Background: an optimization exercise with open tools, aiming at small area and a short achievable clock period. Do not read the settings as production practice.
The RTL was checked by simulation tests, not by an equivalence proof against the original design.

==> flow/design.v (outline; a module is shown in full before it is edited, if it fits) <==
// module cvu: 1120 lines
module cvu (
    input  wire        clk,
    input  wire        rst,           
    input  wire [1:0]  cfg_poly,      
    input  wire        cfg_guard,     
    input  wire [31:0] cfg_xor,       
    input  wire        in_valid,
    input  wire        in_first,      
    input  wire        in_last,       
    input  wire [5:0]  in_words,      
    input  wire [63:0] in_guard,      
    input  wire [2:0]  in_nbytes,     
    input  wire [63:0] in_data,       
    input  wire        sw_we,
    input  wire [1:0]  sw_addr,       
    input  wire [31:0] sw_wdata,
    output reg  [31:0] cvrun,
    output wire [31:0] cvres,
    output reg         lostf,
    output reg         matchf,
    output reg         misf,
    output reg  [15:0] cvlost,
    output wire        busy
);
  // ...
==> flow/flow/run.sh <==
#!/bin/bash
# The standard layout, with two changes to how it is made:
# - plain buf_1 cells as the port buffers (the default picks a slow
#   clock-delay buffer for them);
# - timing repair aims for more setup slack than zero, so that the layout's
#   paths come out close to the shortest clock period the ports allow.
set -euo pipefail
export BUFFER_PORTS_ARGS="-buffer_cell sky130_fd_sc_hd__buf_1"
export SETUP_SLACK_MARGIN=11.5
bash standard.sh > standard_flow.log 2>&1
==> flow/standard.sh <==
#!/bin/bash
# synth_recipe.tcl (not shown) runs the flow's synth.tcl, then flattens the netlist and writes it again
# the make line also repeats each setting of config.mk as NAME=value (left out here)
make -C /OpenROAD-flow-scripts/flow DESIGN_CONFIG=/design/flow/config.mk WORK_HOME=/design/flow/orfs CLKGATE_MAP_FILE= SYNTH_SCRIPT=/design/flow/synth_recipe.tcl "${@:-finish}"
==> flow/config.mk <==
export PLATFORM = sky130hd
export DESIGN_NAME = cvu
export DESIGN_NICKNAME = cvu
export VERILOG_FILES = /design/flow/design.v
export SDC_FILE = /design/flow/constraint.sdc
export NUM_CORES = 4
export LEC_CHECK = 0
export CAP_MARGIN = 20
export CORE_MARGIN = 2
export CORE_UTILIZATION = 40
export CTS_CLUSTER_SIZE = 30
export SLEW_MARGIN = 20
==> flow/constraint.sdc <==
create_clock -name core_clock -period 20.0 [get_ports {clk}]
set_input_delay 4.0000 -clock core_clock [delete_from_list [all_inputs] [get_ports {clk}]]
set_output_delay 4.0000 -clock core_clock [all_outputs]
set_load 0.01 [all_outputs]
==> impl_metrics.toml, run 1 <==
[floorplan]
initial_core_util_pct = 40.15
ios = 296

[route]
via_count = 58420
m1WireLength_um = 134300
avgViaCountPerCell = 6.243
antenna_left = 0

[critical_path]
startpoint_type = "input port"
worstSetupPathDepth = 6
cp-endpoint = "cvres[21]"
crit_path_start = "cfg_poly[1]"
cp_top_family = "buffers and inverters"
rr_worst_depth = 18

[status]
status = "no timing/DRC/antenna violations"

[finish]
clockBufferCount = 173
finalInstanceArea_um2 = 89170
clk_share_pct = 5.053
fin_cells = 9357
seq_cells = 1413

[clocking]
cts_resized = 125
cts_setup_buffers = 23
worstSkewPairLatency_ps = 800

[place]
dp_worst_setup_slack_ps = 9707
numPortBuffers = 295

[yosys]
synth_edf_count = 1312
ys_ff_latch = 1413

[global_routing]
grt_max_degree = 73
==> run 2, diff against run 1 <==
--- a/flow/design.v
+++ b/flow/design.v
@@ -615,23 +615,30 @@
     reg [31:0] acc;
     reg        mid_item;              
     reg        pend_run, pend_exp;
     reg [31:0] pend_run_d, pend_exp_d;
     wire        apply_run = pend_run && !mid_item;
     wire        apply_exp = pend_exp && !mid_item;
     wire        nonempty  = (occ != 6'd0);
     wire        pop       = nonempty && !apply_run;
-    reg  [W-1:0] head;
+    reg  [W-1:0] hreg;
+    wire [DEPTH-1:0] nsel = pop ? {rsel[DEPTH-2:0], rsel[DEPTH-1]} : rsel;
+    reg  [W-1:0] nold;
     integer h;
     always @(*) begin
-        head = {W{1'b0}};
+        nold = {W{1'b0}};
         for (h = 0; h < DEPTH; h = h + 1)
-            head = head | ({W{rsel[h]}} & ent[h]);
+            nold = nold | ({W{nsel[h]}} & ent[h]);
     end
+    wire         bypass = (occ == 6'd0) || (occ == 6'd1 && pop);
+    wire [W-1:0] first  = gword ? w_grd : w_beat;
+    always @(posedge clk)
+        hreg <= bypass ? first : nold;
+    wire [W-1:0] head  = hreg;
     wire [31:0]  hr    = head[31:0];
     wire [2:0]   hnb   = head[34:32];
     wire         hlast = head[35];
     wire [1:0]   hpoly = head[37:36];
     wire [31:0] wv  = mid_item ? acc : cvrun;
     wire [31:0] vm  = (hpoly == 2'd2) ? {16'd0, wv[15:0]} : wv;
     wire [31:0] u   = vm ^ hr;
     wire [63:0] win = {32'd0, u} << {~hnb, 3'b000};
==> flow/config.mk (replaced) <==
export PLATFORM = sky130hd
export DESIGN_NAME = cvu
export DESIGN_NICKNAME = cvu
export VERILOG_FILES = /design/flow/design.v
export SDC_FILE = /design/flow/constraint.sdc
export NUM_CORES = 4
export LEC_CHECK = 0
export CAP_MARGIN = 20
export CORE_MARGIN = 2
export CORE_UTILIZATION = 40
export SLEW_MARGIN = 20
==> impl_metrics.toml, run 2 <==
[status]
status = "no timing/DRC/antenna violations"

[timing]
setup_tns_ps = 0
clock.fmax_mhz = 113.3
fin_crit_ps = 8823
fin_crit_sh_pct = 44.12
tightest_slew_ps = 1389
slew_headroom_pct = 6.801
rsz0062_at_grt = "yes"
hold_viol = 0
slew_viol_final = 0
setup_viol = 0
fin_skew_ps = 94.44

[place]
hpwl_um = 266100
postPlaceCellArea_um2 = 86730
gp_congestion = 1.045
numPortBuffers = 295

[critical_path]
cp_slowest_cell = "nor2b_4"
cp_top_family = "buffers and inverters"
path_max_fanout = 12
critPathMaxStageDelay_ps = 170
critPathArrivalTime_ps = 4820
cp_num_buf_inv = 4
critical_path.endpoint_type = "output port"
startpoint_type = "input port"
crit_chain = "buf_2 -> nor2b_4 -> buf_12 -> buf_12 -> nor2_4 -> buf_2"
r2r_setup_slack_ps = 12920
crit_required_ps = 16000
crit_type = "input port to output port"

[yosys]
ys_warn_count = 2
ys_seq_area_share_pct = 51.77
synth_top_area_cell = "edfxtp_1"
syn_nets = 6863
ys_ff_latch = 1451
synthArstFlopShare_pct = 0
synth_common_cells = "xnor2_1 (1473), edfxtp_1 (1312), xor2_1 (502)"
synth_top_area_share_pct = 48.36
synth_area_leaders = "edfxtp_1 (48%), xnor2_1 (16%), xor2_1 (5.4%), dfxtp_1 (3.4%), a22o_1 (2.2%)"
synth_edf_count = 1312
synthFlopType = "edfxtp_1"
yosysUniqueCellTypes = 111
yosysMostFrequentCell = "xnor2_1"
postSynthCellCount = 6627
syn_avg_cell_area_um2 = 12.29
syn_area_um2 = 81470

[floorplan]
die_area_um2 = 207300
initial_core_util_pct = 40.27
design.core.area_um2 = 202300
die_w_um = 455.3
ios = 296
die_h_um = 455.3
num_rows = 165

[global_routing]
grt_pass1_wl_um = 518800
grt_usage_pct = 36.88
antenna_found_initial = 10
grt_pass1_vias = 58130
grt-ovfl-total = 0
grt_max_degree = 73

[route]
wl_um = 391700
wl_per_cell_um = 40.20
drtIter0Drc = 9352
antenna_left = 0
via_count = 61870
avgViaCountPerCell = 6.349
drc = 0
first_pass_iters = 6

[finish]
finalInstanceArea_um2 = 92700
nets = 7186
area_growth_pct = 13.78
top_regs = "ent: 1216 flops, hreg: 38 flops"
drive_gt1_share_pct = 12.50
largest_register_ffs = 1216
post-route-util_pct = 45.82
layout_commonest_cell = "xnor2_1"
most-common-layout-cells = "xnor2_1 (1472), edfxtp_1 (1312), xor2_1 (483), nand2_1 (368), buf_4 (278)"
regMostFlops = "ent"

[clocking]
ctsRootBufferMaster = "clkbuf_16"
htree_levels = 4
clkTransAtPathRegs_ps = 60
clockBufferDepth = 3
clkSinkCount = 1451
cts_tree = "done"
worstSkewPairLatency_ps = 850
cts-buffers-inserted = 150

[min_path]
hold_class = "flip-flop to flip-flop"

[run]
maxCapViolCount = 0
[run 2: tightest hold or removal path, stage by stage (launching register included)]
cell	delay [ps]
dfxtp_1	330
a21oi_1	60
nor2_1	70
[run 2: cells by family (layout without fill, tap and decap cells)]
group,Yosys count,count (layout),share of synthesized area [%]
AOI/OAI and AO/OA,1316,1316,12.20
xor gates and xnor gates,2083,2083,24.12
adders and majority gates,24,24,0.3778
buffers and inverters,438,877,2.184
DFF,1451,1451,51.77
muxes,208,208,2.840
other,0,7,0
and+or+nand+nor,1107,1107,6.512
[run 2: repair_timing]
item | CTS | global route
cloned | 0 | 0
pin swaps | 5 | 2
buffers inserted | 20 | 6
endpoints found under the setup margin | 800 | 516
gates resized for setup | 74 | 57
hold buffers | 0 | 0
[run 2: cell type report]
class | instances | area, um2
fill | 18330 | 109600
sequential | 1451 | 42190
multi-input combinational | 4738 | 38600
clock buffer | 207 | 4038
timing repair buffer | 580 | 3428
tap | 2672 | 3343
clock inverter | 61 | 974.7
inverter | 29 | 108.9
antenna | 7 | 17.52
[run 2: stage by stage]
step           hold slack, ps  instances  setup WS [ps]
2_1_floorplan           435.7       6627          11430
3_3_place_gp            466.5       9436          10080
3_5_place_dp            492.7       9438          10030
4_1_cts                 508.1       9726          11190
5_1_grt                 529.2       9740          11160
6_report                494.7       9745          11180
[run 2: metal layers]
metal  up-vias  routed length (um)  GRT usage, %
met5         -                   0             0
met4         0               34300         26.07
met3      1190               40580         7.641
met2      4628              175200         57.57
met1     30980              141600         45.64
li1      25070                   -             -
[run 2: final timing paths]
| path | startpoint | end | cells past startpoint |
|---|---|---|---|
| setup / recovery | cfg_poly[1] | cvres[21] | 6 |
| hold / removal | lostf | lostf | 2 |
| setup reg to reg | mid_item | cvrun[1] | 15 |
| hold reg to reg | lostf | lostf | 2 |

[port drivers added, routing unchanged]
The results above use ideal ports. As a check the final layouts listed here were re-extracted and re-timed, cells and wires unchanged.
Step 1 assumes that a clkbuf_16 drives the clock port and a buf_2 every other input.
Step 2 also shifts input and output timing later by t, the mid clock arrival at the registers, as if the neighbouring blocks saw the same clock.
Three values: ideal, step 1, step 2; two values: the first two.
run	t, ns	setup slack, ns	hold slack, ns	worst slew at a driven data input, ns
run 1	0.846	11.226 / 11.188 / 10.827	0.486 / 0.486 / 0.486	0.08
run 2	0.900	11.177 / 11.139 / 10.738	0.495 / 0.495 / 0.495	0.21
After both steps setup and hold are still met in every run listed. For run 2, which loses most, drivers alone change the setup slack by -0.038 ns; drivers and shift together by -0.439 ns.
